This is an optimization exercise on Yosys and OpenROAD, whose aim is small area and a short achievable clock period, not a production implementation. At most, simulation tests tie the RTL to the original design; equivalence was not proved. Function not checked in run 1: the RTL went through the layout flow alone.

==> flow/design.v <==
module gf128_mul (
    input  wire [6:0] a,
    input  wire [6:0] b,
    output reg  [6:0] p
);
    reg [6:0] acc;
    reg [6:0] sh;
    integer   i;
    always @* begin
        acc = 7'd0;
        sh  = a;
        for (i = 0; i < 7; i = i + 1) begin
            if (b[i])
                acc = acc ^ sh;
            sh = {sh[5:0], 1'b0} ^ (sh[6] ? 7'h09 : 7'h00);
        end
        p = acc;
    end
endmodule
module dected_enc (
    input  wire [63:0] data,
    output wire [14:0] check
);
    wire x64, x65, x66, x67, x68, x69, x70, x71, x72, x73, x74, x75, x76, x77, x78, x79, x80, x81, x82, x83, x84, x85, x86, x87, x88, x89, x90, x91, x92, x93, x94, x95, x96, x97, x98, x99, x100, x101, x102, x103, x104, x105, x106, x107, x108, x109, x110, x111, x112, x113, x114, x115, x116, x117, x118, x119, x120, x121, x122, x123, x124, x125, x126, x127, x128, x129, x130, x131, x132, x133, x134, x135, x136, x137, x138, x139, x140, x141, x142, x143, x144, x145, x146, x147, x148, x149, x150, x151, x152, x153, x154, x155, x156, x157, x158, x159, x160, x161, x162, x163, x164, x165, x166, x167, x168, x169, x170, x171, x172, x173, x174, x175, x176, x177, x178, x179, x180, x181, x182, x183, x184, x185, x186, x187, x188, x189, x190, x191, x192, x193, x194, x195, x196, x197, x198, x199, x200, x201, x202, x203, x204, x205, x206, x207, x208, x209, x210, x211, x212, x213, x214, x215, x216, x217, x218, x219, x220, x221, x222, x223, x224, x225, x226, x227, x228, x229, x230, x231, x232, x233, x234, x235, x236, x237, x238, x239, x240, x241, x242, x243, x244, x245, x246, x247, x248, x249, x250, x251, x252, x253, x254, x255, x256, x257, x258, x259, x260, x261, x262, x263, x264, x265, x266, x267, x268, x269, x270, x271, x272, x273, x274, x275, x276, x277, x278, x279, x280, x281, x282, x283, x284, x285, x286, x287, x288, x289, x290, x291, x292, x293, x294;
    assign x64 = data[27] ^ data[43];
    assign x65 = data[3] ^ data[14];
    assign x66 = data[30] ^ data[47];
    assign x67 = data[38] ^ data[63];
    assign x68 = data[4] ^ data[32];
    assign x69 = data[2] ^ data[24];
    assign x70 = data[22] ^ data[23];
    assign x71 = data[13] ^ data[46];
    assign x72 = data[5] ^ data[33];
    assign x73 = data[37] ^ data[62];
    assign x74 = data[25] ^ data[44];
    assign x75 = data[0] ^ data[17];
    assign x76 = data[26] ^ data[31];
    assign x77 = data[45] ^ x64;
    assign x78 = data[48] ^ data[61];
    assign x79 = data[1] ^ data[29];
    assign x80 = data[50] ^ data[53];
    assign x81 = data[60] ^ x72;
    assign x82 = x66 ^ x74;
    assign x83 = data[56] ^ x65;
    assign x84 = data[12] ^ data[58];
    assign x85 = data[41] ^ x71;
    assign x86 = x68 ^ x76;
    assign x87 = data[49] ^ x73;
    assign x88 = x75 ^ x80;
    assign x89 = data[55] ^ x69;
    assign x90 = data[40] ^ x70;
    assign x91 = data[6] ^ data[42];
    assign x92 = data[10] ^ data[54];
    assign x93 = data[11] ^ data[57];
    assign x94 = data[28] ^ data[59];
    assign x95 = x79 ^ x93;
    assign x96 = data[39] ^ x83;
    assign x97 = data[21] ^ x67;
    assign x98 = data[18] ^ x82;
    assign x99 = x77 ^ x84;
    assign x100 = data[34] ^ x94;
    assign x101 = data[35] ^ x81;
    assign x102 = data[7] ^ data[20];
    assign x103 = x78 ^ x92;
    assign x104 = data[18] ^ data[29];
    assign x105 = data[9] ^ data[43];
    assign x106 = x87 ^ x90;
    assign x107 = x86 ^ x91;
    assign x108 = x89 ^ x95;
    assign x109 = data[16] ^ data[50];
    assign x110 = data[15] ^ x85;
    assign x111 = data[9] ^ data[19];
    assign x112 = x98 ^ x101;
    assign x113 = data[8] ^ data[52];
    assign x114 = data[57] ^ x88;
    assign x115 = data[37] ^ x100;
    assign x116 = x76 ^ x99;
    assign x117 = data[14] ^ data[39];
    assign x118 = data[61] ^ x107;
    assign x119 = x87 ^ x102;
    assign x120 = x86 ^ x88;
    assign x121 = data[36] ^ x120;
    assign x122 = data[36] ^ x109;
    assign x123 = x78 ^ x111;
    assign x124 = data[6] ^ x123;
    assign x125 = data[1] ^ data[59];
    assign x126 = data[22] ^ x71;
    assign x127 = data[4] ^ data[10];
    assign x128 = x100 ^ x105;
    assign x129 = data[54] ^ x97;
    assign x130 = x67 ^ x85;
    assign x131 = data[25] ^ x103;
    assign x132 = data[47] ^ x113;
    assign x133 = data[44] ^ x104;
    assign x134 = x89 ^ x96;
    assign x135 = x108 ^ x110;
    assign x136 = x69 ^ x83;
    assign x137 = data[51] ^ x119;
    assign x138 = data[24] ^ x130;
    assign x139 = data[58] ^ x106;
    assign x140 = data[42] ^ data[49];
    assign x141 = data[5] ^ data[11];
    assign x142 = x79 ^ x96;
    assign x143 = data[7] ^ data[28];
    assign x144 = data[26] ^ x140;
    assign x145 = x97 ^ x99;
    assign x146 = x102 ^ x125;
    assign x147 = data[30] ^ x77;
    assign x148 = data[16] ^ x64;
    assign x149 = data[41] ^ x91;
    assign x150 = data[63] ^ x141;
    assign x151 = data[13] ^ x132;
    assign x152 = data[8] ^ data[15];
    assign x153 = data[51] ^ x72;
    assign x154 = x117 ^ x152;
    assign x155 = x126 ^ x133;
    assign x156 = x153 ^ x154;
    assign x157 = x114 ^ x115;
    assign x158 = x124 ^ x147;
    assign x159 = x155 ^ x156;
    assign x160 = x157 ^ x158;
    assign x161 = x159 ^ x160;
    assign x162 = data[31] ^ data[38];
    assign x163 = data[39] ^ x162;
    assign x164 = x103 ^ x146;
    assign x165 = x148 ^ x163;
    assign x166 = x101 ^ x114;
    assign x167 = x151 ^ x164;
    assign x168 = x165 ^ x139;
    assign x169 = x166 ^ x167;
    assign x170 = x168 ^ x169;
    assign x171 = data[0] ^ data[19];
    assign x172 = data[32] ^ data[36];
    assign x173 = x171 ^ x172;
    assign x174 = x81 ^ x173;
    assign x175 = x129 ^ x147;
    assign x176 = x174 ^ x135;
    assign x177 = x139 ^ x175;
    assign x178 = x176 ^ x177;
    assign x179 = data[1] ^ data[20];
    assign x180 = data[31] ^ data[33];
    assign x181 = data[46] ^ data[61];
    assign x182 = x67 ^ x70;
    assign x183 = x84 ^ x109;
    assign x184 = x179 ^ x180;
    assign x185 = x181 ^ x82;
    assign x186 = x149 ^ x182;
    assign x187 = x183 ^ x184;
    assign x188 = x115 ^ x185;
    assign x189 = x186 ^ x187;
    assign x190 = x134 ^ x188;
    assign x191 = x189 ^ x190;
    assign x192 = data[0] ^ data[8];
    assign x193 = data[21] ^ data[27];
    assign x194 = data[38] ^ data[46];
    assign x195 = x73 ^ x80;
    assign x196 = x111 ^ x143;
    assign x197 = x192 ^ x193;
    assign x198 = x194 ^ x90;
    assign x199 = x195 ^ x196;
    assign x200 = x197 ^ x136;
    assign x201 = x198 ^ x199;
    assign x202 = x112 ^ x118;
    assign x203 = x200 ^ x201;
    assign x204 = x202 ^ x203;
    assign x205 = data[23] ^ x65;
    assign x206 = x73 ^ x92;
    assign x207 = x146 ^ x205;
    assign x208 = x206 ^ x98;
    assign x209 = x207 ^ x121;
    assign x210 = x138 ^ x208;
    assign x211 = x209 ^ x210;
    assign x212 = data[60] ^ x82;
    assign x213 = x88 ^ x126;
    assign x214 = x108 ^ x128;
    assign x215 = x129 ^ x212;
    assign x216 = x213 ^ x118;
    assign x217 = x214 ^ x215;
    assign x218 = x216 ^ x217;
    assign x219 = data[2] ^ data[7];
    assign x220 = data[32] ^ data[51];
    assign x221 = data[55] ^ data[62];
    assign x222 = x70 ^ x219;
    assign x223 = x220 ^ x221;
    assign x224 = x103 ^ x222;
    assign x225 = x223 ^ x224;
    assign x226 = x112 ^ x116;
    assign x227 = x142 ^ x225;
    assign x228 = x226 ^ x227;
    assign x229 = data[51] ^ data[52];
    assign x230 = x104 ^ x105;
    assign x231 = x229 ^ x150;
    assign x232 = x230 ^ x106;
    assign x233 = x231 ^ x121;
    assign x234 = x134 ^ x232;
    assign x235 = x233 ^ x234;
    assign x236 = data[12] ^ data[45];
    assign x237 = x68 ^ x75;
    assign x238 = x113 ^ x236;
    assign x239 = x90 ^ x237;
    assign x240 = x238 ^ x128;
    assign x241 = x131 ^ x239;
    assign x242 = x138 ^ x142;
    assign x243 = x240 ^ x241;
    assign x244 = x242 ^ x243;
    assign x245 = data[9] ^ data[23];
    assign x246 = data[40] ^ data[53];
    assign x247 = data[62] ^ x117;
    assign x248 = x127 ^ x245;
    assign x249 = x246 ^ x144;
    assign x250 = x247 ^ x248;
    assign x251 = x249 ^ x250;
    assign x252 = x112 ^ x135;
    assign x253 = x251 ^ x252;
    assign x254 = data[15] ^ data[19];
    assign x255 = data[34] ^ data[40];
    assign x256 = x66 ^ x254;
    assign x257 = x255 ^ x122;
    assign x258 = x149 ^ x150;
    assign x259 = x256 ^ x131;
    assign x260 = x136 ^ x257;
    assign x261 = x258 ^ x116;
    assign x262 = x259 ^ x260;
    assign x263 = x261 ^ x262;
    assign x264 = data[3] ^ data[12];
    assign x265 = data[17] ^ data[35];
    assign x266 = data[48] ^ data[55];
    assign x267 = x74 ^ x93;
    assign x268 = x94 ^ x264;
    assign x269 = x265 ^ x266;
    assign x270 = x148 ^ x267;
    assign x271 = x268 ^ x269;
    assign x272 = x107 ^ x110;
    assign x273 = x270 ^ x271;
    assign x274 = x137 ^ x272;
    assign x275 = x273 ^ x274;
    assign x276 = data[14] ^ data[17];
    assign x277 = data[56] ^ x68;
    assign x278 = x143 ^ x276;
    assign x279 = x81 ^ x122;
    assign x280 = x133 ^ x144;
    assign x281 = x277 ^ x278;
    assign x282 = x151 ^ x279;
    assign x283 = x280 ^ x281;
    assign x284 = x145 ^ x282;
    assign x285 = x283 ^ x284;
    assign x286 = data[2] ^ data[33];
    assign x287 = data[52] ^ x65;
    assign x288 = x75 ^ x127;
    assign x289 = x286 ^ x95;
    assign x290 = x287 ^ x288;
    assign x291 = x124 ^ x289;
    assign x292 = x290 ^ x137;
    assign x293 = x145 ^ x291;
    assign x294 = x292 ^ x293;
    assign check[0] = x161;
    assign check[1] = x170;
    assign check[2] = x178;
    assign check[3] = x191;
    assign check[4] = x204;
    assign check[5] = x211;
    assign check[6] = x218;
    assign check[7] = x228;
    assign check[8] = x235;
    assign check[9] = x244;
    assign check[10] = x253;
    assign check[11] = x263;
    assign check[12] = x275;
    assign check[13] = x285;
    assign check[14] = x294;
endmodule
module dected_syn (
    input  wire [78:0] r,
    output wire [14:0] syn
);
    wire x79, x80, x81, x82, x83, x84, x85, x86, x87, x88, x89, x90, x91, x92, x93, x94, x95, x96, x97, x98, x99, x100, x101, x102, x103, x104, x105, x106, x107, x108, x109, x110, x111, x112, x113, x114, x115, x116, x117, x118, x119, x120, x121, x122, x123, x124, x125, x126, x127, x128, x129, x130, x131, x132, x133, x134, x135, x136, x137, x138, x139, x140, x141, x142, x143, x144, x145, x146, x147, x148, x149, x150, x151, x152, x153, x154, x155, x156, x157, x158, x159, x160, x161, x162, x163, x164, x165, x166, x167, x168, x169, x170, x171, x172, x173, x174, x175, x176, x177, x178, x179, x180, x181, x182, x183, x184, x185, x186, x187, x188, x189, x190, x191, x192, x193, x194, x195, x196, x197, x198, x199, x200, x201, x202, x203, x204, x205, x206, x207, x208, x209, x210, x211, x212, x213, x214, x215, x216, x217, x218, x219, x220, x221, x222, x223, x224, x225, x226, x227, x228, x229, x230, x231, x232, x233, x234, x235, x236, x237, x238, x239, x240, x241, x242, x243, x244, x245, x246, x247, x248, x249, x250, x251, x252, x253, x254, x255, x256, x257, x258, x259, x260, x261, x262, x263, x264, x265, x266, x267, x268, x269, x270, x271, x272, x273, x274, x275, x276, x277, x278, x279, x280, x281, x282, x283, x284, x285, x286, x287, x288, x289, x290, x291, x292, x293, x294, x295, x296, x297, x298, x299, x300, x301, x302, x303, x304, x305, x306, x307, x308, x309, x310, x311, x312, x313, x314, x315, x316, x317, x318, x319, x320, x321, x322, x323, x324, x325, x326, x327, x328, x329, x330, x331, x332, x333, x334, x335, x336, x337, x338, x339, x340, x341, x342, x343, x344, x345, x346, x347, x348, x349, x350, x351, x352, x353;
    assign x79 = r[24] ^ r[75];
    assign x80 = r[58] ^ r[72];
    assign x81 = r[27] ^ r[56];
    assign x82 = r[59] ^ r[73];
    assign x83 = r[25] ^ r[76];
    assign x84 = r[50] ^ r[55];
    assign x85 = r[33] ^ r[37];
    assign x86 = r[17] ^ r[23];
    assign x87 = r[60] ^ r[74];
    assign x88 = r[19] ^ r[67];
    assign x89 = r[38] ^ r[51];
    assign x90 = x79 ^ x80;
    assign x91 = x81 ^ x82;
    assign x92 = r[21] ^ r[69];
    assign x93 = r[26] ^ r[61];
    assign x94 = r[57] ^ r[71];
    assign x95 = r[13] ^ r[30];
    assign x96 = r[8] ^ r[39];
    assign x97 = r[16] ^ r[52];
    assign x98 = r[20] ^ r[68];
    assign x99 = r[15] ^ x89;
    assign x100 = r[9] ^ r[40];
    assign x101 = r[7] ^ r[10];
    assign x102 = x85 ^ x90;
    assign x103 = r[28] ^ r[31];
    assign x104 = r[49] ^ x88;
    assign x105 = r[18] ^ r[36];
    assign x106 = r[14] ^ x84;
    assign x107 = x86 ^ x100;
    assign x108 = r[77] ^ x87;
    assign x109 = r[34] ^ x83;
    assign x110 = r[48] ^ x94;
    assign x111 = r[11] ^ r[41];
    assign x112 = r[29] ^ r[32];
    assign x113 = r[46] ^ r[62];
    assign x114 = r[43] ^ r[53];
    assign x115 = r[22] ^ r[70];
    assign x116 = r[35] ^ r[54];
    assign x117 = r[42] ^ x99;
    assign x118 = r[66] ^ x96;
    assign x119 = r[63] ^ x101;
    assign x120 = r[12] ^ r[47];
    assign x121 = x97 ^ x112;
    assign x122 = x103 ^ x108;
    assign x123 = r[53] ^ x92;
    assign x124 = r[44] ^ x110;
    assign x125 = r[65] ^ x116;
    assign x126 = r[3] ^ x119;
    assign x127 = x91 ^ x105;
    assign x128 = x93 ^ x109;
    assign x129 = r[5] ^ x106;
    assign x130 = x95 ^ x104;
    assign x131 = x98 ^ x115;
    assign x132 = r[51] ^ r[64];
    assign x133 = r[55] ^ x125;
    assign x134 = x111 ^ x118;
    assign x135 = x102 ^ x130;
    assign x136 = x95 ^ x114;
    assign x137 = r[52] ^ x123;
    assign x138 = r[61] ^ x113;
    assign x139 = r[45] ^ r[65];
    assign x140 = x117 ^ x120;
    assign x141 = x96 ^ x121;
    assign x142 = r[70] ^ x139;
    assign x143 = r[6] ^ r[41];
    assign x144 = x124 ^ x132;
    assign x145 = r[76] ^ x90;
    assign x146 = r[26] ^ x137;
    assign x147 = r[46] ^ x134;
    assign x148 = r[23] ^ r[54];
    assign x149 = r[37] ^ x106;
    assign x150 = x83 ^ x121;
    assign x151 = r[72] ^ x109;
    assign x152 = r[62] ^ x126;
    assign x153 = r[39] ^ x107;
    assign x154 = x98 ^ x105;
    assign x155 = x82 ^ x129;
    assign x156 = r[20] ^ r[42];
    assign x157 = r[1] ^ x93;
    assign x158 = r[4] ^ r[18];
    assign x159 = r[25] ^ r[36];
    assign x160 = r[33] ^ x138;
    assign x161 = r[47] ^ x88;
    assign x162 = r[71] ^ x81;
    assign x163 = r[32] ^ x133;
    assign x164 = r[66] ^ x154;
    assign x165 = r[7] ^ x148;
    assign x166 = r[74] ^ x131;
    assign x167 = r[19] ^ x97;
    assign x168 = r[49] ^ x143;
    assign x169 = x127 ^ x168;
    assign x170 = r[56] ^ r[57];
    assign x171 = r[28] ^ x120;
    assign x172 = x110 ^ x167;
    assign x173 = x91 ^ x92;
    assign x174 = r[0] ^ r[75];
    assign x175 = r[45] ^ x145;
    assign x176 = r[22] ^ r[30];
    assign x177 = r[44] ^ x83;
    assign x178 = x94 ^ x111;
    assign x179 = x113 ^ x174;
    assign x180 = x176 ^ x104;
    assign x181 = x165 ^ x177;
    assign x182 = x178 ^ x179;
    assign x183 = x117 ^ x122;
    assign x184 = x149 ^ x173;
    assign x185 = x180 ^ x181;
    assign x186 = x182 ^ x183;
    assign x187 = x184 ^ x185;
    assign x188 = x186 ^ x187;
    assign x189 = r[23] ^ r[43];
    assign x190 = r[63] ^ x84;
    assign x191 = x170 ^ x189;
    assign x192 = x131 ^ x157;
    assign x193 = x190 ^ x191;
    assign x194 = x122 ^ x141;
    assign x195 = x192 ^ x193;
    assign x196 = x140 ^ x175;
    assign x197 = x194 ^ x195;
    assign x198 = x196 ^ x197;
    assign x199 = r[2] ^ r[58];
    assign x200 = r[77] ^ x79;
    assign x201 = x199 ^ x136;
    assign x202 = x200 ^ x150;
    assign x203 = x153 ^ x160;
    assign x204 = x173 ^ x201;
    assign x205 = x144 ^ x202;
    assign x206 = x203 ^ x204;
    assign x207 = x205 ^ x206;
    assign x208 = r[11] ^ r[18];
    assign x209 = r[34] ^ r[40];
    assign x210 = r[46] ^ r[73];
    assign x211 = x84 ^ x86;
    assign x212 = x208 ^ x209;
    assign x213 = x210 ^ x142;
    assign x214 = x161 ^ x162;
    assign x215 = x211 ^ x212;
    assign x216 = x102 ^ x117;
    assign x217 = x126 ^ x213;
    assign x218 = x214 ^ x215;
    assign x219 = x146 ^ x216;
    assign x220 = x217 ^ x218;
    assign x221 = x219 ^ x220;
    assign x222 = r[24] ^ r[64];
    assign x223 = x89 ^ x114;
    assign x224 = x116 ^ x158;
    assign x225 = x222 ^ x91;
    assign x226 = x171 ^ x223;
    assign x227 = x224 ^ x151;
    assign x228 = x166 ^ x172;
    assign x229 = x225 ^ x226;
    assign x230 = x147 ^ x227;
    assign x231 = x228 ^ x229;
    assign x232 = x230 ^ x231;
    assign x233 = r[5] ^ r[13];
    assign x234 = r[29] ^ r[73];
    assign x235 = r[75] ^ x80;
    assign x236 = x156 ^ x159;
    assign x237 = x233 ^ x234;
    assign x238 = x104 ^ x108;
    assign x239 = x171 ^ x235;
    assign x240 = x236 ^ x237;
    assign x241 = x124 ^ x133;
    assign x242 = x153 ^ x238;
    assign x243 = x239 ^ x240;
    assign x244 = x146 ^ x241;
    assign x245 = x242 ^ x243;
    assign x246 = x244 ^ x245;
    assign x247 = r[10] ^ r[21];
    assign x248 = r[29] ^ r[40];
    assign x249 = r[48] ^ r[54];
    assign x250 = r[66] ^ x93;
    assign x251 = x247 ^ x248;
    assign x252 = x249 ^ x136;
    assign x253 = x250 ^ x251;
    assign x254 = x149 ^ x166;
    assign x255 = x252 ^ x253;
    assign x256 = x169 ^ x175;
    assign x257 = x254 ^ x255;
    assign x258 = x256 ^ x257;
    assign x259 = r[38] ^ x103;
    assign x260 = x170 ^ x174;
    assign x261 = x107 ^ x119;
    assign x262 = x161 ^ x259;
    assign x263 = x260 ^ x151;
    assign x264 = x160 ^ x164;
    assign x265 = x261 ^ x262;
    assign x266 = x155 ^ x263;
    assign x267 = x264 ^ x265;
    assign x268 = x266 ^ x267;
    assign x269 = r[4] ^ r[8];
    assign x270 = r[17] ^ r[31];
    assign x271 = r[77] ^ x98;
    assign x272 = x269 ^ x270;
    assign x273 = x99 ^ x142;
    assign x274 = x271 ^ x272;
    assign x275 = x128 ^ x137;
    assign x276 = x273 ^ x274;
    assign x277 = x135 ^ x155;
    assign x278 = x275 ^ x276;
    assign x279 = x277 ^ x278;
    assign x280 = r[27] ^ r[35];
    assign x281 = r[38] ^ r[42];
    assign x282 = r[50] ^ r[68];
    assign x283 = x85 ^ x280;
    assign x284 = x281 ^ x282;
    assign x285 = x107 ^ x136;
    assign x286 = x283 ^ x284;
    assign x287 = x122 ^ x128;
    assign x288 = x134 ^ x172;
    assign x289 = x285 ^ x286;
    assign x290 = x152 ^ x287;
    assign x291 = x288 ^ x289;
    assign x292 = x290 ^ x291;
    assign x293 = r[6] ^ r[7];
    assign x294 = r[35] ^ r[48];
    assign x295 = r[59] ^ r[64];
    assign x296 = x92 ^ x112;
    assign x297 = x159 ^ x293;
    assign x298 = x294 ^ x295;
    assign x299 = x99 ^ x107;
    assign x300 = x157 ^ x296;
    assign x301 = x297 ^ x298;
    assign x302 = x102 ^ x122;
    assign x303 = x129 ^ x299;
    assign x304 = x300 ^ x301;
    assign x305 = x147 ^ x302;
    assign x306 = x303 ^ x304;
    assign x307 = x305 ^ x306;
    assign x308 = r[6] ^ r[9];
    assign x309 = r[16] ^ r[17];
    assign x310 = r[22] ^ r[45];
    assign x311 = x87 ^ x158;
    assign x312 = x308 ^ x309;
    assign x313 = x310 ^ x118;
    assign x314 = x138 ^ x162;
    assign x315 = x311 ^ x312;
    assign x316 = x313 ^ x314;
    assign x317 = x315 ^ x135;
    assign x318 = x163 ^ x316;
    assign x319 = x317 ^ x318;
    assign x320 = r[3] ^ r[4];
    assign x321 = r[12] ^ r[14];
    assign x322 = r[50] ^ r[69];
    assign x323 = x87 ^ x320;
    assign x324 = x321 ^ x322;
    assign x325 = x165 ^ x323;
    assign x326 = x324 ^ x150;
    assign x327 = x164 ^ x325;
    assign x328 = x135 ^ x144;
    assign x329 = x326 ^ x327;
    assign x330 = x328 ^ x329;
    assign x331 = r[2] ^ r[30];
    assign x332 = r[60] ^ r[62];
    assign x333 = r[65] ^ r[67];
    assign x334 = x79 ^ x85;
    assign x335 = x100 ^ x101;
    assign x336 = x115 ^ x331;
    assign x337 = x332 ^ x333;
    assign x338 = x334 ^ x335;
    assign x339 = x336 ^ x337;
    assign x340 = x128 ^ x141;
    assign x341 = x338 ^ x339;
    assign x342 = x140 ^ x169;
    assign x343 = x340 ^ x341;
    assign x344 = x342 ^ x343;
    assign x345 = r[8] ^ r[58];
    assign x346 = r[78] ^ x86;
    assign x347 = x111 ^ x132;
    assign x348 = x156 ^ x345;
    assign x349 = x346 ^ x347;
    assign x350 = x348 ^ x127;
    assign x351 = x349 ^ x152;
    assign x352 = x163 ^ x350;
    assign x353 = x351 ^ x352;
    assign syn[0] = x188;
    assign syn[1] = x198;
    assign syn[2] = x207;
    assign syn[3] = x221;
    assign syn[4] = x232;
    assign syn[5] = x246;
    assign syn[6] = x258;
    assign syn[7] = x268;
    assign syn[8] = x279;
    assign syn[9] = x292;
    assign syn[10] = x307;
    assign syn[11] = x319;
    assign syn[12] = x330;
    assign syn[13] = x344;
    assign syn[14] = x353;
endmodule
module gf128_inv3 (
    input  wire [6:0] a,
    output wire [6:0] y
);
    wire [127:0] t0 = 128'h85171f397d3521e1ec0715d9c155d956;
    assign y[0] = t0[a];
    wire [127:0] t1 = 128'h077bca8c40edde83cfa9b8fae20590f0;
    assign y[1] = t1[a];
    wire [127:0] t2 = 128'hd3d8a3c4b729aac8883ed3b1ef77e000;
    assign y[2] = t2[a];
    wire [127:0] t3 = 128'h9d7459fd639529fbdb72e2c062284688;
    assign y[3] = t3[a];
    wire [127:0] t4 = 128'h76d02a17ab13d34bf22b331b534913bc;
    assign y[4] = t4[a];
    wire [127:0] t5 = 128'h7a55ce6bcde0f5c45424a2b9e9a25f80;
    assign y[5] = t5[a];
    wire [127:0] t6 = 128'h4ae285f65b8d65a17edf971ddc8880a0;
    assign y[6] = t6[a];
endmodule
module dected_quad (
    input  wire [6:0] s3,
    input  wire [6:0] inv3,
    output wire [6:0] y,
    output wire       tz,      
    output wire       tr       
);
    wire [6:0] w;
    gf128_mul u_w (.a(s3), .b(inv3), .p(w));
    wire [6:0] c = w ^ 7'h01;
    assign tz = (c == 7'd0);
    assign tr = c[0];
    assign y[0] = 1'b0;
    assign y[1] = c[2] ^ c[3] ^ c[4] ^ c[6];
    assign y[2] = c[3] ^ c[4] ^ c[6];
    assign y[3] = c[5] ^ c[6];
    assign y[4] = c[1] ^ c[2] ^ c[4];
    assign y[5] = c[3] ^ c[5] ^ c[6];
    assign y[6] = c[3] ^ c[6];
endmodule
module dected_ispos (
    input  wire [6:0] x,
    output wire       v
);
    wire [127:0] t = 128'h341efc53e5ef0f6366edbbb9ab551f7e;
    assign v = t[x];
endmodule
module dected_quad2 (
    input  wire [6:0] s3,
    input  wire [6:0] z,
    output wire [6:0] y,
    output wire       tr
);
    wire [6:0] g0 = {s3[3] ^ s3[6], s3[3] ^ s3[5] ^ s3[6], s3[1] ^ s3[2] ^ s3[4], s3[5] ^ s3[6], s3[3] ^ s3[4] ^ s3[6], s3[2] ^ s3[3] ^ s3[4] ^ s3[6], 1'b0};
    wire t0 = s3[0];
    wire [6:0] g1 = {s3[2] ^ s3[5] ^ s3[6], s3[2] ^ s3[4] ^ s3[5] ^ s3[6], s3[0] ^ s3[1] ^ s3[3], s3[4] ^ s3[5], s3[2] ^ s3[3] ^ s3[5] ^ s3[6], s3[1] ^ s3[2] ^ s3[3] ^ s3[5] ^ s3[6], 1'b0};
    wire t1 = s3[6];
    wire [6:0] g2 = {s3[1] ^ s3[4] ^ s3[5], s3[1] ^ s3[3] ^ s3[4] ^ s3[5], s3[0] ^ s3[2], s3[3] ^ s3[4], s3[1] ^ s3[2] ^ s3[4] ^ s3[5] ^ s3[6], s3[0] ^ s3[1] ^ s3[2] ^ s3[4] ^ s3[5] ^ s3[6], 1'b0};
    wire t2 = s3[5];
    wire [6:0] g3 = {s3[0] ^ s3[3] ^ s3[4], s3[0] ^ s3[2] ^ s3[3] ^ s3[4] ^ s3[6], s3[1] ^ s3[6], s3[2] ^ s3[3] ^ s3[6], s3[0] ^ s3[1] ^ s3[3] ^ s3[4] ^ s3[5], s3[0] ^ s3[1] ^ s3[3] ^ s3[4] ^ s3[5] ^ s3[6], 1'b0};
    wire t3 = s3[4];
    wire [6:0] g4 = {s3[2] ^ s3[3], s3[1] ^ s3[2] ^ s3[3] ^ s3[5], s3[0] ^ s3[5], s3[1] ^ s3[2] ^ s3[5] ^ s3[6], s3[0] ^ s3[2] ^ s3[3] ^ s3[4], s3[0] ^ s3[2] ^ s3[3] ^ s3[4] ^ s3[5], 1'b0};
    wire t4 = s3[3];
    wire [6:0] g5 = {s3[1] ^ s3[2] ^ s3[6], s3[0] ^ s3[1] ^ s3[2] ^ s3[4] ^ s3[6], s3[4] ^ s3[6], s3[0] ^ s3[1] ^ s3[4] ^ s3[5], s3[1] ^ s3[2] ^ s3[3], s3[1] ^ s3[2] ^ s3[3] ^ s3[4], 1'b0};
    wire t5 = s3[2] ^ s3[6];
    wire [6:0] g6 = {s3[0] ^ s3[1] ^ s3[5], s3[0] ^ s3[1] ^ s3[3] ^ s3[5] ^ s3[6], s3[3] ^ s3[5], s3[0] ^ s3[3] ^ s3[4] ^ s3[6], s3[0] ^ s3[1] ^ s3[2] ^ s3[6], s3[0] ^ s3[1] ^ s3[2] ^ s3[3] ^ s3[6], 1'b0};
    wire t6 = s3[1] ^ s3[5];
    assign y = ({7{z[0]}} & g0) ^ ({7{z[1]}} & g1) ^ ({7{z[2]}} & g2) ^ ({7{z[3]}} & g3) ^ ({7{z[4]}} & g4) ^ ({7{z[5]}} & g5) ^ ({7{z[6]}} & g6) ^ 7'h00;
    assign tr = 1'b1 ^ (z[0] & t0) ^ (z[1] & t1) ^ (z[2] & t2) ^ (z[3] & t3) ^ (z[4] & t4) ^ (z[5] & t5) ^ (z[6] & t6);
endmodule
module dected_codec (
    input  wire        clk,
    input  wire        rst_n,
    input  wire        enc_valid,
    input  wire [63:0] enc_data,
    output wire        enc_out_valid,
    output wire [63:0] enc_out_data,
    output wire [14:0] enc_out_check,
    input  wire        dec_valid,
    input  wire [63:0] dec_data,
    input  wire [14:0] dec_check,
    output wire        dec_out_valid,
    output wire [63:0] dec_out_data,
    output wire [14:0] dec_out_check,
    output wire [1:0]  dec_out_corr,
    output wire        dec_out_ue
);
    wire [63:0] e0_d = enc_data;  wire e0_v = enc_valid;
    wire [63:0] e0q_d = e0_d;  wire e0q_v = e0_v;
    wire [14:0] e1_c;
    dected_enc u_enc (.data(e0q_d), .check(e1_c));
    reg  [63:0] e1q_d;  reg [14:0] e1q_c;  reg e1q_v;
    always @(posedge clk) begin
        e1q_d <= e0q_d;
        e1q_c <= e1_c;
        if (!rst_n) e1q_v <= 1'b0; else e1q_v <= e0q_v;
    end
    assign enc_out_valid = e1q_v;
    assign enc_out_data  = e1q_d;
    assign enc_out_check = e1q_c;
    wire [78:0] b0_r = {dec_check[14], dec_data, dec_check[13:0]};   
    wire b0_v = dec_valid;
    wire [78:0] b0q_r = b0_r;
    wire b0q_v = b0_v;
    wire [6:0] b1_s1;
    reg  [6:0] b1q_s1;
    wire [6:0] b1_s3;
    reg  [6:0] b1q_s3;
    wire b1_prem;
    reg  b1q_prem;
    wire [78:0] b1_r = b0q_r;  wire b1_v = b0q_v;
    wire [14:0] b1_syn;
    dected_syn u_syn (.r(b0q_r), .syn(b1_syn));
    assign b1_s1 = b1_syn[6:0];
    assign b1_s3 = b1_syn[13:7];
    assign b1_prem = b1_syn[14];
    reg [78:0] b1q_r;
    reg b1q_v;
    always @(posedge clk) begin
        b1q_s1 <= b1_s1;
        b1q_s3 <= b1_s3;
        b1q_prem <= b1_prem;
        b1q_r <= b1_r;
        if (!rst_n) b1q_v <= 1'b0; else b1q_v <= b1_v;
    end
    wire [6:0] b2_s1;
    wire [6:0] b2q_s1 = b2_s1;
    wire [6:0] b2_s3;
    wire [6:0] b2q_s3 = b2_s3;
    wire b2_prem;
    wire b2q_prem = b2_prem;
    wire [6:0] b2_iv;
    wire [6:0] b2q_iv = b2_iv;
    wire [78:0] b2_r = b1q_r;  wire b2_v = b1q_v;
    assign b2_s1 = b1q_s1; assign b2_s3 = b1q_s3; assign b2_prem = b1q_prem;
    gf128_inv3 u_inv3 (.a(b1q_s1), .y(b2_iv));
    wire [78:0] b2q_r = b2_r;
    wire b2q_v = b2_v;
    wire [6:0] b3_s1;
    reg  [6:0] b3q_s1;
    wire [6:0] b3_y;
    reg  [6:0] b3q_y;
    wire b3_par;
    reg  b3q_par;
    wire b3_tr;
    reg  b3q_tr;
    wire b3_s3z;
    reg  b3q_s3z;
    wire [78:0] b3_r = b2q_r;  wire b3_v = b2q_v;
    assign b3_s1 = b2q_s1;
    assign b3_par = b2q_prem ^ b2q_s1[0] ^ b2q_s1[2] ^ b2q_s1[5] ^ b2q_s3[1] ^ b2q_s3[3];    
    assign b3_s3z = (b2q_s3 == 7'd0);
    dected_quad2 u_quad (.s3(b2q_s3), .z(b2q_iv), .y(b3_y), .tr(b3_tr));
    reg [78:0] b3q_r;
    reg b3q_v;
    always @(posedge clk) begin
        b3q_s1 <= b3_s1;
        b3q_y <= b3_y;
        b3q_par <= b3_par;
        b3q_tr <= b3_tr;
        b3q_s3z <= b3_s3z;
        b3q_r <= b3_r;
        if (!rst_n) b3q_v <= 1'b0; else b3q_v <= b3_v;
    end
    wire [6:0] b4_x1;
    wire [6:0] b4q_x1 = b4_x1;
    wire [6:0] b4_x2;
    wire [6:0] b4q_x2 = b4_x2;
    wire b4_par;
    wire b4q_par = b4_par;
    wire b4_tz;
    wire b4q_tz = b4_tz;
    wire b4_tr;
    wire b4q_tr = b4_tr;
    wire b4_s1z;
    wire b4q_s1z = b4_s1z;
    wire b4_s3z;
    wire b4q_s3z = b4_s3z;
    wire [78:0] b4_r = b3q_r;  wire b4_v = b3q_v;
    gf128_mul u_x1 (.a(b3q_s1), .b(b3q_y), .p(b4_x1));
    assign b4_x2 = b4_x1 ^ b3q_s1;
    assign b4_s1z = (b3q_s1 == 7'd0);
    assign b4_tz = (b3q_y == 7'd0) && !b3q_tr;    
    assign b4_par = b3q_par; assign b4_tr = b3q_tr; assign b4_s3z = b3q_s3z;
    wire [78:0] b4q_r = b4_r;
    wire b4q_v = b4_v;
    wire [7:0] b5_pa1;
    wire [7:0] b5q_pa1 = b5_pa1;
    wire [15:0] b5_pb1;
    wire [15:0] b5q_pb1 = b5_pb1;
    wire [7:0] b5_pa2;
    wire [7:0] b5q_pa2 = b5_pa2;
    wire [15:0] b5_pb2;
    wire [15:0] b5q_pb2 = b5_pb2;
    wire [1:0] b5_corr;
    wire [1:0] b5q_corr = b5_corr;
    wire b5_ue;
    wire b5q_ue = b5_ue;
    wire b5_fpar;
    wire b5q_fpar = b5_fpar;
    wire [78:0] b5_r = b4q_r;  wire b5_v = b4q_v;
    wire v1, v2;
    dected_ispos u_v1 (.x(b4q_x1), .v(v1));
    dected_ispos u_v2 (.x(b4q_x2), .v(v2));
    wire ok_tz  = !b4q_s1z && b4q_tz && v2;                                 
    wire ok_2   = !b4q_s1z && !b4q_tz && !b4q_par && !b4q_tr && v1 && v2;   
    wire only_p = b4q_s1z && b4q_s3z && b4q_par;                           
    wire e1     = !b4q_par && !b4q_tr && v2;
    wire e2     = b4q_tz || (!b4q_par && !b4q_tr && v1);
    assign b5_ue   = !(ok_tz || ok_2 || (b4q_s1z && b4q_s3z));
    assign b5_corr = (ok_2 || (ok_tz && !b4q_par)) ? 2'd2 : ((only_p || ok_tz) ? 2'd1 : 2'd0);
    assign b5_fpar = only_p || (ok_tz && !b4q_par);
    genvar k;
    for (k = 0; k < 8; k = k + 1) begin : g_pa
        assign b5_pa1[k] = e1 && (b4q_x1[2:0] == k);
        assign b5_pa2[k] = e2 && (b4q_x2[2:0] == k);
    end
    for (k = 0; k < 16; k = k + 1) begin : g_pb
        assign b5_pb1[k] = (b4q_x1[6:3] == k);
        assign b5_pb2[k] = (b4q_x2[6:3] == k);
    end
    wire [78:0] b5q_r = b5_r;
    wire b5q_v = b5_v;
    wire [63:0] b6_od;
    reg  [63:0] b6q_od;
    wire [14:0] b6_oc;
    reg  [14:0] b6q_oc;
    wire [1:0] b6_corr;
    reg  [1:0] b6q_corr;
    wire b6_ue;
    reg  b6q_ue;
    wire b6_v = b5q_v;
    wire [77:0] flip;
    assign flip[0] = (b5q_pa1[1] && b5q_pb1[0]) || (b5q_pa2[1] && b5q_pb2[0]);
    assign flip[1] = (b5q_pa1[2] && b5q_pb1[0]) || (b5q_pa2[2] && b5q_pb2[0]);
    assign flip[2] = (b5q_pa1[4] && b5q_pb1[0]) || (b5q_pa2[4] && b5q_pb2[0]);
    assign flip[3] = (b5q_pa1[0] && b5q_pb1[1]) || (b5q_pa2[0] && b5q_pb2[1]);
    assign flip[4] = (b5q_pa1[0] && b5q_pb1[2]) || (b5q_pa2[0] && b5q_pb2[2]);
    assign flip[5] = (b5q_pa1[0] && b5q_pb1[4]) || (b5q_pa2[0] && b5q_pb2[4]);
    assign flip[6] = (b5q_pa1[0] && b5q_pb1[8]) || (b5q_pa2[0] && b5q_pb2[8]);
    assign flip[7] = (b5q_pa1[1] && b5q_pb1[1]) || (b5q_pa2[1] && b5q_pb2[1]);
    assign flip[8] = (b5q_pa1[2] && b5q_pb1[2]) || (b5q_pa2[2] && b5q_pb2[2]);
    assign flip[9] = (b5q_pa1[4] && b5q_pb1[4]) || (b5q_pa2[4] && b5q_pb2[4]);
    assign flip[10] = (b5q_pa1[0] && b5q_pb1[9]) || (b5q_pa2[0] && b5q_pb2[9]);
    assign flip[11] = (b5q_pa1[1] && b5q_pb1[3]) || (b5q_pa2[1] && b5q_pb2[3]);
    assign flip[12] = (b5q_pa1[2] && b5q_pb1[6]) || (b5q_pa2[2] && b5q_pb2[6]);
    assign flip[13] = (b5q_pa1[4] && b5q_pb1[12]) || (b5q_pa2[4] && b5q_pb2[12]);
    assign flip[14] = (b5q_pa1[1] && b5q_pb1[8]) || (b5q_pa2[1] && b5q_pb2[8]);
    assign flip[15] = (b5q_pa1[3] && b5q_pb1[1]) || (b5q_pa2[3] && b5q_pb2[1]);
    assign flip[16] = (b5q_pa1[6] && b5q_pb1[2]) || (b5q_pa2[6] && b5q_pb2[2]);
    assign flip[17] = (b5q_pa1[4] && b5q_pb1[5]) || (b5q_pa2[4] && b5q_pb2[5]);
    assign flip[18] = (b5q_pa1[0] && b5q_pb1[11]) || (b5q_pa2[0] && b5q_pb2[11]);
    assign flip[19] = (b5q_pa1[1] && b5q_pb1[7]) || (b5q_pa2[1] && b5q_pb2[7]);
    assign flip[20] = (b5q_pa1[2] && b5q_pb1[14]) || (b5q_pa2[2] && b5q_pb2[14]);
    assign flip[21] = (b5q_pa1[5] && b5q_pb1[13]) || (b5q_pa2[5] && b5q_pb2[13]);
    assign flip[22] = (b5q_pa1[3] && b5q_pb1[10]) || (b5q_pa2[3] && b5q_pb2[10]);
    assign flip[23] = (b5q_pa1[7] && b5q_pb1[5]) || (b5q_pa2[7] && b5q_pb2[5]);
    assign flip[24] = (b5q_pa1[6] && b5q_pb1[11]) || (b5q_pa2[6] && b5q_pb2[11]);
    assign flip[25] = (b5q_pa1[5] && b5q_pb1[6]) || (b5q_pa2[5] && b5q_pb2[6]);
    assign flip[26] = (b5q_pa1[2] && b5q_pb1[13]) || (b5q_pa2[2] && b5q_pb2[13]);
    assign flip[27] = (b5q_pa1[5] && b5q_pb1[11]) || (b5q_pa2[5] && b5q_pb2[11]);
    assign flip[28] = (b5q_pa1[3] && b5q_pb1[6]) || (b5q_pa2[3] && b5q_pb2[6]);
    assign flip[29] = (b5q_pa1[6] && b5q_pb1[12]) || (b5q_pa2[6] && b5q_pb2[12]);
    assign flip[30] = (b5q_pa1[5] && b5q_pb1[8]) || (b5q_pa2[5] && b5q_pb2[8]);
    assign flip[31] = (b5q_pa1[3] && b5q_pb1[0]) || (b5q_pa2[3] && b5q_pb2[0]);
    assign flip[32] = (b5q_pa1[6] && b5q_pb1[0]) || (b5q_pa2[6] && b5q_pb2[0]);
    assign flip[33] = (b5q_pa1[4] && b5q_pb1[1]) || (b5q_pa2[4] && b5q_pb2[1]);
    assign flip[34] = (b5q_pa1[0] && b5q_pb1[3]) || (b5q_pa2[0] && b5q_pb2[3]);
    assign flip[35] = (b5q_pa1[0] && b5q_pb1[6]) || (b5q_pa2[0] && b5q_pb2[6]);
    assign flip[36] = (b5q_pa1[0] && b5q_pb1[12]) || (b5q_pa2[0] && b5q_pb2[12]);
    assign flip[37] = (b5q_pa1[1] && b5q_pb1[9]) || (b5q_pa2[1] && b5q_pb2[9]);
    assign flip[38] = (b5q_pa1[3] && b5q_pb1[3]) || (b5q_pa2[3] && b5q_pb2[3]);
    assign flip[39] = (b5q_pa1[6] && b5q_pb1[6]) || (b5q_pa2[6] && b5q_pb2[6]);
    assign flip[40] = (b5q_pa1[4] && b5q_pb1[13]) || (b5q_pa2[4] && b5q_pb2[13]);
    assign flip[41] = (b5q_pa1[1] && b5q_pb1[10]) || (b5q_pa2[1] && b5q_pb2[10]);
    assign flip[42] = (b5q_pa1[3] && b5q_pb1[5]) || (b5q_pa2[3] && b5q_pb2[5]);
    assign flip[43] = (b5q_pa1[6] && b5q_pb1[10]) || (b5q_pa2[6] && b5q_pb2[10]);
    assign flip[44] = (b5q_pa1[5] && b5q_pb1[4]) || (b5q_pa2[5] && b5q_pb2[4]);
    assign flip[45] = (b5q_pa1[2] && b5q_pb1[9]) || (b5q_pa2[2] && b5q_pb2[9]);
    assign flip[46] = (b5q_pa1[5] && b5q_pb1[3]) || (b5q_pa2[5] && b5q_pb2[3]);
    assign flip[47] = (b5q_pa1[2] && b5q_pb1[7]) || (b5q_pa2[2] && b5q_pb2[7]);
    assign flip[48] = (b5q_pa1[4] && b5q_pb1[14]) || (b5q_pa2[4] && b5q_pb2[14]);
    assign flip[49] = (b5q_pa1[1] && b5q_pb1[12]) || (b5q_pa2[1] && b5q_pb2[12]);
    assign flip[50] = (b5q_pa1[3] && b5q_pb1[9]) || (b5q_pa2[3] && b5q_pb2[9]);
    assign flip[51] = (b5q_pa1[7] && b5q_pb1[3]) || (b5q_pa2[7] && b5q_pb2[3]);
    assign flip[52] = (b5q_pa1[6] && b5q_pb1[7]) || (b5q_pa2[6] && b5q_pb2[7]);
    assign flip[53] = (b5q_pa1[4] && b5q_pb1[15]) || (b5q_pa2[4] && b5q_pb2[15]);
    assign flip[54] = (b5q_pa1[1] && b5q_pb1[14]) || (b5q_pa2[1] && b5q_pb2[14]);
    assign flip[55] = (b5q_pa1[3] && b5q_pb1[13]) || (b5q_pa2[3] && b5q_pb2[13]);
    assign flip[56] = (b5q_pa1[7] && b5q_pb1[11]) || (b5q_pa2[7] && b5q_pb2[11]);
    assign flip[57] = (b5q_pa1[7] && b5q_pb1[6]) || (b5q_pa2[7] && b5q_pb2[6]);
    assign flip[58] = (b5q_pa1[6] && b5q_pb1[13]) || (b5q_pa2[6] && b5q_pb2[13]);
    assign flip[59] = (b5q_pa1[5] && b5q_pb1[10]) || (b5q_pa2[5] && b5q_pb2[10]);
    assign flip[60] = (b5q_pa1[3] && b5q_pb1[4]) || (b5q_pa2[3] && b5q_pb2[4]);
    assign flip[61] = (b5q_pa1[6] && b5q_pb1[8]) || (b5q_pa2[6] && b5q_pb2[8]);
    assign flip[62] = (b5q_pa1[5] && b5q_pb1[0]) || (b5q_pa2[5] && b5q_pb2[0]);
    assign flip[63] = (b5q_pa1[2] && b5q_pb1[1]) || (b5q_pa2[2] && b5q_pb2[1]);
    assign flip[64] = (b5q_pa1[4] && b5q_pb1[2]) || (b5q_pa2[4] && b5q_pb2[2]);
    assign flip[65] = (b5q_pa1[0] && b5q_pb1[5]) || (b5q_pa2[0] && b5q_pb2[5]);
    assign flip[66] = (b5q_pa1[0] && b5q_pb1[10]) || (b5q_pa2[0] && b5q_pb2[10]);
    assign flip[67] = (b5q_pa1[1] && b5q_pb1[5]) || (b5q_pa2[1] && b5q_pb2[5]);
    assign flip[68] = (b5q_pa1[2] && b5q_pb1[10]) || (b5q_pa2[2] && b5q_pb2[10]);
    assign flip[69] = (b5q_pa1[5] && b5q_pb1[5]) || (b5q_pa2[5] && b5q_pb2[5]);
    assign flip[70] = (b5q_pa1[2] && b5q_pb1[11]) || (b5q_pa2[2] && b5q_pb2[11]);
    assign flip[71] = (b5q_pa1[5] && b5q_pb1[7]) || (b5q_pa2[5] && b5q_pb2[7]);
    assign flip[72] = (b5q_pa1[2] && b5q_pb1[15]) || (b5q_pa2[2] && b5q_pb2[15]);
    assign flip[73] = (b5q_pa1[5] && b5q_pb1[15]) || (b5q_pa2[5] && b5q_pb2[15]);
    assign flip[74] = (b5q_pa1[3] && b5q_pb1[14]) || (b5q_pa2[3] && b5q_pb2[14]);
    assign flip[75] = (b5q_pa1[7] && b5q_pb1[13]) || (b5q_pa2[7] && b5q_pb2[13]);
    assign flip[76] = (b5q_pa1[7] && b5q_pb1[10]) || (b5q_pa2[7] && b5q_pb2[10]);
    assign flip[77] = (b5q_pa1[7] && b5q_pb1[4]) || (b5q_pa2[7] && b5q_pb2[4]);
    assign b6_od = b5q_r[77:14] ^ flip[77:14];
    assign b6_oc = {b5q_r[78] ^ b5q_fpar, b5q_r[13:0] ^ flip[13:0]};
    assign b6_corr = b5q_corr; assign b6_ue = b5q_ue;
    reg b6q_v;
    always @(posedge clk) begin
        b6q_od <= b6_od;
        b6q_oc <= b6_oc;
        b6q_corr <= b6_corr;
        b6q_ue <= b6_ue;
        if (!rst_n) b6q_v <= 1'b0; else b6q_v <= b6_v;
    end
    assign dec_out_valid = b6q_v;
    assign dec_out_data  = b6q_od;
    assign dec_out_check = b6q_oc;
    assign dec_out_corr  = b6q_corr;
    assign dec_out_ue    = b6q_ue;
endmodule
==> flow/flow/run.sh <==
#!/bin/bash
# Own flow: the standard layout (standard.sh, unchanged synthesis) with
# extra ORFS settings: small port buffers, timing repair aimed below the
# clock period, and smaller clock buffers.  The ORFS tools log to
# orfs/logs/ and standard.log; this script's own output goes to run.log.
set -e
exec > >(tee run.log) 2>&1
cat >> "$FLOW_CONFIG" <<EOC
export BUFFER_PORTS_ARGS = -buffer_cell sky130_fd_sc_hd__buf_1
export SETUP_SLACK_MARGIN = 9.5
export CTS_BUF_LIST = sky130_fd_sc_hd__clkbuf_8 sky130_fd_sc_hd__clkbuf_16
EOC
bash standard.sh > standard.log 2>&1
==> flow/standard.sh <==
#!/bin/bash
# synth_recipe.tcl (not shown) runs the flow's synth.tcl, then flattens the netlist and writes it again
# the make line also repeats each setting of config.mk as NAME=value (left out here)
make -C /OpenROAD-flow-scripts/flow DESIGN_CONFIG=/design/flow/config.mk WORK_HOME=/design/flow/orfs CLKGATE_MAP_FILE= SYNTH_SCRIPT=/design/flow/synth_recipe.tcl "${@:-finish}"
==> flow/config.mk <==
export PLATFORM = sky130hd
export DESIGN_NAME = dected_codec
export DESIGN_NICKNAME = dected_codec
export VERILOG_FILES = /design/flow/design.v
export SDC_FILE = /design/flow/constraint.sdc
export NUM_CORES = 4
export LEC_CHECK = 0
export CAP_MARGIN = 20
export CORE_MARGIN = 2
export CORE_UTILIZATION = 50
export CTS_CLUSTER_DIAMETER = 60
export CTS_CLUSTER_SIZE = 16
export PLACE_DENSITY = 0.65
export SLEW_MARGIN = 20
export TNS_END_PERCENT = 0
export BUFFER_PORTS_ARGS = -buffer_cell sky130_fd_sc_hd__buf_1
export SETUP_SLACK_MARGIN = 9.5
export CTS_BUF_LIST = sky130_fd_sc_hd__clkbuf_8 sky130_fd_sc_hd__clkbuf_16
==> flow/constraint.sdc <==
create_clock -name core_clock -period 13.5 [get_ports {clk}]
set_input_delay 2.7000 -clock core_clock [delete_from_list [all_inputs] [get_ports {clk}]]
set_output_delay 2.7000 -clock core_clock [all_outputs]
set_load 0.01 [all_outputs]
==> summary.md, run 1 <==
| Metric | Value |
|---|---|
| Asr flop ratio synth | 0 |
| # fillers | 3,019 |
| IO buf count | 309 |
| FF-to-FF End | b6q_od[63] |
| Wire per inst | 22.7 um |
| Die H | 194 um |
| Routability congestion estimate | 0.956 |
| Hold_buf cts | 0 |
| Worst path required time | roughly 14 ns |
| CTS tree | yes |
| Top-area cell type share of the netlist area | 0.392 |
| First-pass GRT wire length | 86,000 um |
| CP Cell Sequence | buf_1 > xor2_1 > xnor2_1 > xnor2_1 > xnor2_1 > xnor2_1 > xnor2_1 |
| Vias in the first global route | 14.1k |
| Die X-Extent | 194 um |
| Initial Util | 0.508 |
| Routed WL | 59,300 um |
| Startpoint Class | input pin |
| TritonCTS Buffers | 31 |
| Cell Area, Synth | 0.0181 mm2 |
| Worst R2R Setup Slack | 9.50 ns |
| Flops & latches, synth | roughly 350 |
| Initial antenna violation count | 2 |
| Top-Level Pins | 310 |
| Critical Path Max Stage Delay | 0.46 ns |
| Max_slew headroom | 0.106 |
| Worst R2R Path Depth | 14 |
| Worst Setup SP | dec_data[16] |
| Mapped Cells | about 1.8k |
| Finished Layout Cells | 2,612 |
| Syn Area/Cell | ~10 um2 |
| Cell Rows | just under 70 |
| Die Area | roughly 0.038 mm2 |
| Initial DRC count | 1,405 |
| HP Class | reg2reg |
| ANT nets after route | 0 |
| Root buf cell | clkbuf_16 |
| Critical Path End | b1q_s3[2] |
| Slew @ Worst Pin | 1.34 ns |
| Pin count of the biggest net entering global routing | 74 |
| Worst-path clk slew | 0.07 ns |
| Router iterations before antenna repair | 7 |
| RSZ-0062 raised after global routing | true |
| WP data arrival | 4.55 ns |
| Worst Skew | 0.0323 ns |
| Vias per Instance | 5.62 |
| Nature of the critical path endpoint | register |
| Final setup vio count | 0 |
| CTS Buffer Depth | 3 |
| Period utilization | 0.301 |
| Syn-to-layout area delta | 21.7% |
| Main synth FF type | dfxtp_1 |
| Yosys warns | 2 |
| Status | no timing/DRC/antenna violations |
| Crit Path Max Fanout | 4 |
| Gr usage total | 0.296 |
| CP most frequent cell | xnor2_1 |
| Syn_nets | 1,982 |
| Final Max Slew Viols | 0 |
| Register area share after synthesis | 0.392 |
| Post-synthesis cell type count | 85 |
| Placed cells | 2,509 |
| Nets | 2,307 |
| H-tree depth | 1 |
| Max-cap violations | 0 |
| Largest area contributor in the netlist | dfxtp_1 |
| Number of remaining DRC errors | 0 |
| Share of cells above drive strength 1 | 0.129 |
| Area contributors post-synth | dfxtp_1 (39%), xnor2_1 (26%), xor2_1 (5.7%), nor2_1 (2.1%), nand2_1 (1.9%) |
| CTS Sinks | 354 |
| Number of synthesized flops with an enable pin | 0 |
| Slowest CP cell | buf_1 |
| Reg-to-Reg Start | b3q_s1[5] |
| Achievable Freq | 246 MHz |
| Endpoints failing hold | 0 |
| Crit Path Category | in2reg |
| Core Region | between 0.03 and 0.04 mm2 |
| Dpl hpwl | 44,200 um |
| Fin crit period | 4.07 ns |
| Vias post-DR | 14.7k |
| Gr ovfl total | 0 |
| TNS Setup | 0 ns |
| Clock latency (worst-skew pair) | 0.60 ns |
==> critical path, delay by kind of cell <==
family | cells | cell delay [ns]
xor+xnor | 6 | 1.39
buf+inv | 1 | 0.46
==> placed cells by master (no fill, tap or decap), drive strengths merged, types with 4 or more instances in the layout <==
cell and instances:
a211oi 12, a21boi 4, a21o 7, a21oi 45, a221oi 4, a22oi 38
a311oi 7, a31oi 28, a32oi 30, and2 10, and3 5, buf 365
clkbuf 38, clkinv 6, clkinvlp 5, dfxtp 354, ha 21, inv 26
mux2 5, mux2i 18, mux4 5, nand2 95, nand2b 20, nand3 25
nand3b 5, nor2 103, nor2b 14, nor3 24, nor3b 7, nor4 27
o211ai 15, o21ai 43, o22ai 5, o31ai 5, or3 6, xnor2 536
xnor3 15, xor2 119
==> synth_stat cells (10+ instances only) <==
master	instances
a22oi_1	38
xor2_1	117
dfxtp_1	354
nor2b_1	14
a32oi_1	30
nand2b_1	20
o21ai_0	40
nand3_1	25
and2_1	10
nand2_1	93
a21oi_1	45
nor2_1	102
xnor2_1	534
nor3_1	22
mux2i_1	18
nor4_1	27
o211ai_1	15
clkbuf_1	48
xnor3_1	11
buf_2	16
ha_1	21
a211oi_1	10
inv_1	22
a31oi_1	24
==> repair_timing <==
item | 4_1_cts | 5_1_grt
gates resized for setup | 74 | 102
endpoints found under the setup margin | 101 | 106
pin swaps | 12 | 22
cloned | 1 | 7
setup buffers | 16 | 34
==> cells by family (layout without fill, tap and decap cells) <==
logic type | after synthesis | after routing | synth area share
mux | 28 | 28 | 0.0193
fa+ha+maj | 21 | 21 | 0.0145
xor+xnor | 672 | 672 | 0.341
compound gates | 275 | 277 | 0.108
buf+inv | 107 | 440 | 0.0259
flops | 354 | 354 | 0.392
simple gates | 357 | 357 | 0.0990
other cells | 0 | 2 | 0
==> final cells by class <==
class | instances | area, um2 | share of cell area
inverter | 24 | 100 | 0.00455
timing repair buffer | 372 | 1840 | 0.0835
antenna | 2 | 5.00 | 0.000228
timing repair inverter | 1 | 5.00 | 0.000228
clock buffer | 31 | 776 | 0.0353
tap | 461 | 577 | 0.0262
multi-input combinational | 1355 | 11400 | 0.519
clock inverter | 12 | 145 | 0.00660
sequential | 354 | 7130 | 0.324
==> through the flow <==
step	utilization	hold WS, ns	instance area, um2	setup WS, ns
CTS	0.591	0.314	21000	9.43
detailed placement	0.549	0.312	19500	8.22
finish	0.618	0.307	22000	9.43
global placement	0.549	0.310	19500	8.39
global route	0.618	0.316	22000	9.38
floorplan	-	0.310	18100	9.36
==> sequential cells by signal, indices dropped and copies added (netlist names) <==
name and flops:
b1q_prem 1, b1q_s3 7, b3q_par 1, e1q_c 15, b6q_v 1, e1q_d 64, b3q_v 1, b3q_s1 7
b3q_s3z 1, b6q_od 64, b6q_oc 15, b1q_r 79, b1q_v 1, e1q_v 1, b3q_r 79, b6q_ue 1
b3q_y 6, b1q_s1 7, b6q_corr 2, b3q_tr 1
==> metal layers <==
layer	wire length, um	GRT usage	part of all wire
met2	26800	0.466	0.45
met5	0	0	0
met4	1900	0.0954	0.032
met1	25600	0.420	0.43
met3	5040	0.0400	0.085
==> how the worst min path moves through the flow <==
stage	slack [ns]	from	cells after the start	end
3_5_place_dp	0.31	b1q_r[66]	0	b3q_r[66]
6_report	0.31	b1q_r[13]	0	b3q_r[13]
2_1_floorplan	0.31	b1q_r[0]	0	b3q_r[0]
4_1_cts	0.31	b1q_r[44]	0	b3q_r[44]
3_3_place_gp	0.31	b1q_r[57]	0	b3q_r[57]
5_1_grt	0.32	b1q_r[13]	0	b3q_r[13]
==> run 2, diff against run 1 <==
--- a/flow/design.v
+++ b/flow/design.v
@@ -704,8 +704,8 @@
     wire b2q_v = b2_v;
     wire [6:0] b3_s1;
     reg  [6:0] b3q_s1;
-    wire [6:0] b3_y;
-    reg  [6:0] b3q_y;
+    wire [6:0] b3_x1;
+    reg  [6:0] b3q_x1;
     wire b3_par;
     reg  b3q_par;
     wire b3_tr;
@@ -716,12 +716,14 @@
     assign b3_s1 = b2q_s1;
     assign b3_par = b2q_prem ^ b2q_s1[0] ^ b2q_s1[2] ^ b2q_s1[5] ^ b2q_s3[1] ^ b2q_s3[3];    
     assign b3_s3z = (b2q_s3 == 7'd0);
-    dected_quad2 u_quad (.s3(b2q_s3), .z(b2q_iv), .y(b3_y), .tr(b3_tr));
+    wire [6:0] y;
+    dected_quad2 u_quad (.s3(b2q_s3), .z(b2q_iv), .y(y), .tr(b3_tr));
+    gf128_mul u_x1 (.a(b2q_s1), .b(y), .p(b3_x1));
     reg [78:0] b3q_r;
     reg b3q_v;
     always @(posedge clk) begin
         b3q_s1 <= b3_s1;
-        b3q_y <= b3_y;
+        b3q_x1 <= b3_x1;
         b3q_par <= b3_par;
         b3q_tr <= b3_tr;
         b3q_s3z <= b3_s3z;
@@ -743,10 +745,10 @@
     wire b4_s3z;
     wire b4q_s3z = b4_s3z;
     wire [78:0] b4_r = b3q_r;  wire b4_v = b3q_v;
-    gf128_mul u_x1 (.a(b3q_s1), .b(b3q_y), .p(b4_x1));
-    assign b4_x2 = b4_x1 ^ b3q_s1;
+    assign b4_x1 = b3q_x1;
+    assign b4_x2 = b3q_x1 ^ b3q_s1;
     assign b4_s1z = (b3q_s1 == 7'd0);
-    assign b4_tz = (b3q_y == 7'd0) && !b3q_tr;    
+    assign b4_tz = (b3q_x1 == 7'd0) && !b3q_tr;    
     assign b4_par = b3q_par; assign b4_tr = b3q_tr; assign b4_s3z = b3q_s3z;
     wire [78:0] b4q_r = b4_r;
     wire b4q_v = b4_v;
==> run 2 against run 1 <==
Count of clock-buffer cells in the layout fell by 1. Largest cell class unchanged. Clock skew down 0.0096 ns. Still clean on timing, DRC and antenna. Die area down 0.62%.
==> summary.md, run 2 <==
| Metric | Value |
|---|---|
| Status | no timing/DRC/antenna violations |
| Startpoint Class | input pin |
| Reg-to-Reg Start | b1q_s1[3] |
| Die H | roughly 190 um |
| # fillers | 3,133 |
| Worst R2R Setup Slack | 9.46 ns |
| Syn Area/Cell | 10.0 um2 |
| Number of synthesized flops with an enable pin | 0 |
| Max-cap violations | 0 |
| Final setup vio count | 0 |
| Die Area | 0.0374 mm2 |
| Fin crit period | 4.15 ns |
| Initial antenna violation count | 0 |
| WL met1 | ~23,000 um |
| Most common cell after layout, fill and taps aside | xnor2_1 |
| Crit Path Max Fanout | 3 |
| IO buf count | between 300 and 400 |
| Cell Area, Synth | 0.0180 mm2 |
| WP data arrival | 4.59 ns |
| FF-to-FF End | b3q_x1[4] |
| Top-area cell type share of the netlist area | 0.396 |
| Area contributors post-synth | dfxtp_1 (40%), xnor2_1 (27%), xor2_1 (5.8%), a22oi_1 (3.5%), ha_1 (2.0%) |
| Worst Skew | 0.0227 ns |
| Main synth FF type | dfxtp_1 |
| Mapped Cells | 1,788 |
| Vias post-DR | 14.1k |
| Routed WL | approximately 56,000 um |
| HP Class | reg2reg |
| Top Registers | b1q_r (79), b3q_r (79) |
| Dpl hpwl | 42,000 um |
| Number of remaining DRC errors | 0 |
| Gr ovfl total | 0 |
| Period utilization | 0.307 |
| Nature of the critical path endpoint | register |
| Endpoints failing hold | 0 |
| Vias per Instance | 5.50 |
| Top-Level Pins | between 300 and 400 |
| WL met3 | around 3700 um |
| Root buf cell | clkbuf_16 |
| First-pass GRT wire length | 82,400 um |
| ANT nets after route | 0 |
| RSZ-0062 raised after global routing | true |
| Synth top cells by count | xnor2_1 (549), dfxtp_1 (355), xor2_1 (118) |
| Initial Util | 0.506 |
| Worst path required time | 13.94 ns |
| Routability congestion estimate | 0.945 |
| TNS Setup | 0 ns |
| Slew @ Worst Pin | 0.920 ns |
| Asr flop ratio synth | 0 |
| Met2 routed WL | 26,800 um |
| Core Region | approximately 0.035 mm2 |
| Worst-path clk slew | 0.07 ns |
| Die X-Extent | roughly 190 um |
| Vias in the first global route | 13.7k |
| Min-delay src | b1q_r[1] |
| Achievable Freq | 241 MHz |
| TritonCTS Buffers | 30 |
| H-tree depth | 1 |
| Cell Rows | between 60 and 70 |
| Area occupied by multi-input gates | 0.0107 mm2 |
| Syn_nets | just under 2k |
| Gr usage total | 0.282 |
| Commonest non-fill, non-tap cells in the layout | xnor2_1 (538), dfxtp_1 (350), buf_1 (308) |
| Register area share after synthesis | 0.396 |
| Syn-to-layout area delta | 17.3% |
| Cell with the most instances after synthesis | xnor2_1 |
| Share of cells above drive strength 1 | 0.0935 |
| Pin count of the biggest net entering global routing | 74 |
| Crit Path Category | in2reg |
| Largest area contributor in the netlist | dfxtp_1 |
| Top Layer Used | met4 |
| Flops & latches, synth | roughly 360 |
| Number of diodes | 0 |
| Post-synthesis cell type count | 89 |
| Clock latency (worst-skew pair) | 0.60 ns |
| FF+latch area | 0.00712 mm2 |
| CTS Sinks | around 360 |
| Initial DRC count | 1,330 |
| Worst min-delay path endpoint | b3q_r[1] |
| Final Max Slew Viols | 0 |
| Worst R2R Path Depth | 17 |
| CTS Buffer Depth | 3 |
| CTS tree | yes |
| Yosys warns | 2 |
| Nets | about 2.3k |
| Max_slew headroom | 0.381 |
| Wire per inst | 21.9 um |
| Router iterations before antenna repair | 6 |
| Worst hold path cell count | 0 |
==> run 2: cell types whose count changed after synthesis, moves of 7 or more <==
cell and delta:
a22oi_1 +46, a32oi_1 -25, nor4_1 -21, nand2_1 -16, nor2_1 -15, xnor2_1 +15, a31oi_1 -14, and3_1 +14
a211oi_1 +10, o21ai_0 -10, nand3_1 +8, ha_1 +7
==> run 2: kinds of logic after synthesis <==
group / synth area share
xor gates and xnor gates: 0.341
DFF: 0.396
and+or+nand+nor: 0.0895
AOI/OAI and AO/OA: 0.108
buffers and inverters: 0.0285
adders and majority gates: 0.0195
muxes: 0.0172
==> run 2: worst max path at each step <==
stage / endpoint / slack [ns] / cells after the start / start
final: b1q_s3[4] / 9.35 / 7 / dec_data[58]
after detailed placement: b3q_x1[0] / 8.43 / 15 / b1q_s1[0]
after floorplan: b1q_s3[4] / 9.41 / 6 / dec_data[10]
after global placement: b3q_x1[0] / 8.52 / 15 / b1q_s1[0]
after CTS: b6q_oc[1] / 9.33 / 11 / b3q_x1[1]
after global routing: b3q_x1[4] / 9.34 / 17 / b1q_s1[3]
==> run 2: final cells by class <==
type,instances,share of cell area
clock buffers,30,0.0356
clock inverters,11,0.00719
inverters,24,0.00546
multi-input cells,1330,0.508
flip-flops and latches,355,0.338
well taps,461,0.0274
repair buffers,358,0.0783
==> run 2: per-layer routing <==
layer  up-vias  GRT usage
met2       755      0.491
met5         -          0
met3       163     0.0368
met1      6616      0.358
met4         0      0.102
li1       6608          -
==> run 2: stage by stage <==
step                cell area (um2)  std cells   util  hold WS (ns)  worst slack, ns
floorplan                     18000       1788      -         0.310             9.41
global placement              19400       2483  0.546         0.310             8.52
detailed placement            19400       2483  0.546         0.312             8.43
CTS                           20600       2541  0.579         0.310             9.33
global route                  21100       2569  0.594         0.312             9.34
finish                        21100       2569  0.594         0.306             9.35
==> run 2: worst max-delay path, stage by stage <==
cell	delay [ns]
buf_1	0.26
xor2_1	0.44
xnor2_2	0.23
xor2_2	0.30
xnor2_2	0.21
xnor2_1	0.17
xnor3_1	0.28
==> run 2: timing repair <==
action	CTS	global route
buffers inserted	16	22
endpoints found under the setup margin	77	105
hold buffers	0	0
endpoints found under the hold margin	0	0
pin swaps	3	16
resized for setup	35	51
cloned	1	6

## re-timing with driven ports
The flow's constraints put no driver on any port. The routed layouts listed below were extracted and timed again, unchanged, in two steps. Step 1 sets driving cells, clkbuf_16 on the clock port and buf_2 on the other inputs (assumed; they add their load-dependent delay and slew). Step 2 times the ports against the registers' clock, not the clock port: input delays grow and output delays shrink by t, the midpoint of the rising clock arrivals with the driver on. a / b / c = ideal ports / drivers / drivers and shift; a / b = the first two.
run | t (ns) | setup WS [ns] | hold slack, ns | pins driven straight from the clock port
run 1 | 0.641 | 9.431 / 9.459 / 8.818 | 0.307 / 0.307 / 0.307 | 1
run 2 | 0.629 | 9.355 / 9.371 / 8.742 | 0.306 / 0.306 / 0.306 | 1
After both steps every run listed still meets setup and hold.
